Background: an optimization exercise with open tools, aiming at small area, a short achievable clock period and few clock cycles per item. Do not read the settings as production practice.
Only simulation tests tie the RTL to the original design; equivalence was not proved.

main:
==> flow/design.v <==
module sha256_core (
    input  wire         clk,
    input  wire         rst,          
    input  wire         in_valid,
    output wire         in_ready,
    input  wire         in_first,     
    input  wire [511:0] in_block,     
    output reg          out_valid,
    output wire [255:0] out_digest    
);
    localparam [255:0] IV = {32'h6a09e667, 32'hbb67ae85, 32'h3c6ef372, 32'ha54ff53a,
                             32'h510e527f, 32'h9b05688c, 32'h1f83d9ab, 32'h5be0cd19};
    localparam [2047:0] KTAB = {
        32'hc67178f2, 32'hbef9a3f7, 32'ha4506ceb, 32'h90befffa, 32'h8cc70208, 32'h84c87814, 32'h78a5636f, 32'h748f82ee,
        32'h682e6ff3, 32'h5b9cca4f, 32'h4ed8aa4a, 32'h391c0cb3, 32'h34b0bcb5, 32'h2748774c, 32'h1e376c08, 32'h19a4c116,
        32'h106aa070, 32'hf40e3585, 32'hd6990624, 32'hd192e819, 32'hc76c51a3, 32'hc24b8b70, 32'ha81a664b, 32'ha2bfe8a1,
        32'h92722c85, 32'h81c2c92e, 32'h766a0abb, 32'h650a7354, 32'h53380d13, 32'h4d2c6dfc, 32'h2e1b2138, 32'h27b70a85,
        32'h14292967, 32'h06ca6351, 32'hd5a79147, 32'hc6e00bf3, 32'hbf597fc7, 32'hb00327c8, 32'ha831c66d, 32'h983e5152,
        32'h76f988da, 32'h5cb0a9dc, 32'h4a7484aa, 32'h2de92c6f, 32'h240ca1cc, 32'h0fc19dc6, 32'hefbe4786, 32'he49b69c1,
        32'hc19bf174, 32'h9bdc06a7, 32'h80deb1fe, 32'h72be5d74, 32'h550c7dc3, 32'h243185be, 32'h12835b01, 32'hd807aa98,
        32'hab1c5ed5, 32'h923f82a4, 32'h59f111f1, 32'h3956c25b, 32'he9b5dba5, 32'hb5c0fbcf, 32'h71374491, 32'h428a2f98
    };
    reg         run;         
    reg         rdy;         
    reg         init;        
    reg  [6:0]  kc;          
    reg         first;       
    reg  [31:0] a, b, c, d, e, f, g, h, hk;
    reg  [31:0] w [0:15];
    reg  [31:0] q0, q1, q2, q3, r0, r1, r2, r3;
    assign in_ready   = rdy;
    assign out_digest = {q3, q2, q1, q0, r3, r2, r1, r0};
    function [31:0] fa_s(input [31:0] x, input [31:0] y, input [31:0] z);
        fa_s = x ^ y ^ z;
    endfunction
    function [31:0] fa_c(input [31:0] x, input [31:0] y, input [31:0] z);
        fa_c = {(x[30:0] & y[30:0]) | (x[30:0] & z[30:0]) | (y[30:0] & z[30:0]), 1'b0};
    endfunction
    function [31:0] add_sk(input [31:0] x, input [31:0] y);
        reg [31:0] gg, pp, g2, p2;
        integer i, l;
        begin
            gg = x & y;
            pp = x ^ y;
            for (l = 1; l < 32; l = l * 2) begin
                g2 = gg;
                p2 = pp;
                for (i = 0; i < 32; i = i + 1)
                    if (i & l) begin
                        g2[i] = gg[i] | (pp[i] & gg[(i & ~(l - 1)) - 1]);
                        p2[i] = pp[i] & pp[(i & ~(l - 1)) - 1];
                    end
                gg = g2;
                pp = p2;
            end
            add_sk = (x ^ y) ^ {gg[30:0], 1'b0};
        end
    endfunction
    wire [31:0] s1  = {e[5:0], e[31:6]} ^ {e[10:0], e[31:11]} ^ {e[24:0], e[31:25]};
    wire [31:0] ch  = (e & f) | (~e & g);
    wire [31:0] s0  = {a[1:0], a[31:2]} ^ {a[12:0], a[31:13]} ^ {a[21:0], a[31:22]};
    wire [31:0] mj  = (a & b) | (a & c) | (b & c);
    wire [31:0] x1s = fa_s(s1, ch, hk), x1c = fa_c(s1, ch, hk);
    wire [31:0] x2s = fa_s(x1s, x1c, s0), x2c = fa_c(x1s, x1c, s0);
    wire [31:0] x3s = fa_s(x2s, x2c, mj), x3c = fa_c(x2s, x2c, mj);
    wire [31:0] a_new = add_sk(x3s, x3c);
    wire [31:0] y2s = fa_s(x1s, x1c, d), y2c = fa_c(x1s, x1c, d);
    wire [31:0] e_new = add_sk(y2s, y2c);
    wire [31:0] sig0 = {w[1][6:0], w[1][31:7]} ^ {w[1][17:0], w[1][31:18]} ^ (w[1] >> 3);
    wire [31:0] sig1 = {w[14][16:0], w[14][31:17]} ^ {w[14][18:0], w[14][31:19]} ^ (w[14] >> 10);
    wire [31:0] m1s = fa_s(sig0, sig1, w[0]), m1c = fa_c(sig0, sig1, w[0]);
    wire [31:0] m2s = fa_s(m1s, m1c, w[9]),  m2c = fa_c(m1s, m1c, w[9]);
    wire [31:0] w_next = add_sk(m2s, m2c);
    wire [31:0] kn  = KTAB[{kc[5:0], 5'd0} +: 32];
    wire [31:0] hn  = init ? (first ? IV[31:0] : r0) : g;
    wire [31:0] p1s = fa_s(hn, kn, w[0]), p1c = fa_c(hn, kn, w[0]);
    wire [31:0] hk_next = add_sk(p1s, p1c);
    wire        addph = run & (kc[6] | (kc[5:1] == 5'b11111));
    reg  [31:0] iva, ive;
    always @(*) begin
        case (kc[1:0])
            2'b10: begin iva = IV[159:128]; ive = IV[31:0];   end
            2'b11: begin iva = IV[191:160]; ive = IV[63:32];  end
            2'b00: begin iva = IV[223:192]; ive = IV[95:64];  end
            default: begin iva = IV[255:224]; ive = IV[127:96]; end
        endcase
    end
    wire [31:0] qsum = add_sk(first ? iva : q0, a);
    wire [31:0] rsum = add_sk(first ? ive : r0, e);
    wire        last = run & (kc == 7'd65);
    wire        take = rdy & in_valid;
    integer i;
    always @(posedge clk) begin
        if (rst) begin
            run       <= 1'b0;
            rdy       <= 1'b0;
            init      <= 1'b0;
            out_valid <= 1'b0;
        end else begin
            out_valid <= last;
            init      <= take;
            if (take)
                run <= 1'b1;
            else if (last)
                run <= 1'b0;
            rdy <= (run & (kc == 7'd64)) | ((~run | last) & ~take);
        end
    end
    always @(posedge clk) begin
        if (rdy) begin
            first <= in_first;
            for (i = 0; i < 16; i = i + 1)
                w[i] <= in_block[511 - 32*i -: 32];
        end else begin
            for (i = 0; i < 15; i = i + 1)
                w[i] <= w[i + 1];
            w[15] <= w_next;
        end
        kc <= take ? 7'd0 : kc + 7'd1;
        hk <= hk_next;
        if (init) begin
            if (first)
                {a, b, c, d, e, f, g, h} <= IV;
            else
                {a, b, c, d, e, f, g, h} <= {q3, q2, q1, q0, r3, r2, r1, r0};
        end else begin
            h <= g; g <= f; f <= e; e <= e_new;
            d <= c; c <= b; b <= a; a <= a_new;
        end
        if (addph) begin
            q0 <= q1; q1 <= q2; q2 <= q3; q3 <= qsum;
            r0 <= r1; r1 <= r2; r2 <= r3; r3 <= rsum;
        end
    end
endmodule
export LEC_CHECK = 0
export CAP_MARGIN = 20
export CORE_MARGIN = 2
export CORE_UTILIZATION = 55
export CTS_BUF_LIST = sky130_fd_sc_hd__clkbuf_16
export CTS_CLUSTER_DIAMETER = 120
export CTS_CLUSTER_SIZE = 20
export SLEW_MARGIN = 20
create_clock -name core_clock -period 10.0 [get_ports {clk}]
standard.sh (not shown) runs the stock make flow with config.mk's settings and CLKGATE_MAP_FILE= SYNTH_SCRIPT=/design/flow/synth_recipe.tcl, a recipe that flattens the netlist after the stock synthesis.
==> flow/flow/run.sh <==
#!/bin/bash
set -euo pipefail
export BUFFER_PORTS_ARGS="-buffer_cell sky130_fd_sc_hd__buf_1"
export SETUP_SLACK_MARGIN=5
bash standard.sh > standard_make.log 2>&1
main: all stages complete, timing, DRC and antenna checks passed
Testbench counts of main, summed over its fixed seeds: cycles 25,368, blocks 384.
Input-level comparison between the feature branch and main:
-- flow/config.mk --
<<< main, line 10
export CORE_UTILIZATION = 55
export CTS_BUF_LIST = sky130_fd_sc_hd__clkbuf_16
export CTS_CLUSTER_DIAMETER = 120
export CTS_CLUSTER_SIZE = 20
export SLEW_MARGIN = 20
>>> the feature branch, line 10
export CORE_UTILIZATION = 55
export CTS_BUF_LIST = sky130_fd_sc_hd__clkbuf_8
export CTS_CLUSTER_DIAMETER = 70
export CTS_CLUSTER_SIZE = 14
export SLEW_MARGIN = 20
Findings:
- main → the feature branch: final cell count went up by about 0.7%; maximum level of the CTS H-tree went up by 1.
- Going from main to the feature branch, number of endpoints with negative hold slack in the final report did not really move, area growth from synthesis to final layout went down.

==> port drivers added, routing unchanged <==
No port has a modelled driver above. Below, the same layouts with a new extraction and two added sets of constraints. Step 1, drivers: a clkbuf_16 drives clk and a buf_2 each remaining input, both assumed. Step 2 adds t to the input delays and takes it off the output delays; t is the mean of the earliest and latest rising clock arrival at the registers after step 1. Input paths then give back, and output paths get back, about the clock's delay inside the block. a / b / c = ideal ports / drivers / drivers and shift; a / b = the first two.
run | t, ns | setup slack, ns | slew at the worst register clock pin (ns)
main | 0.777 | 5.025 / 5.025 / 5.025 | 0.11 / 0.11
the feature branch | 0.855 | 5.062 / 5.062 / 5.062 | 0.11 / 0.11
After both steps every run listed still meets setup and hold.
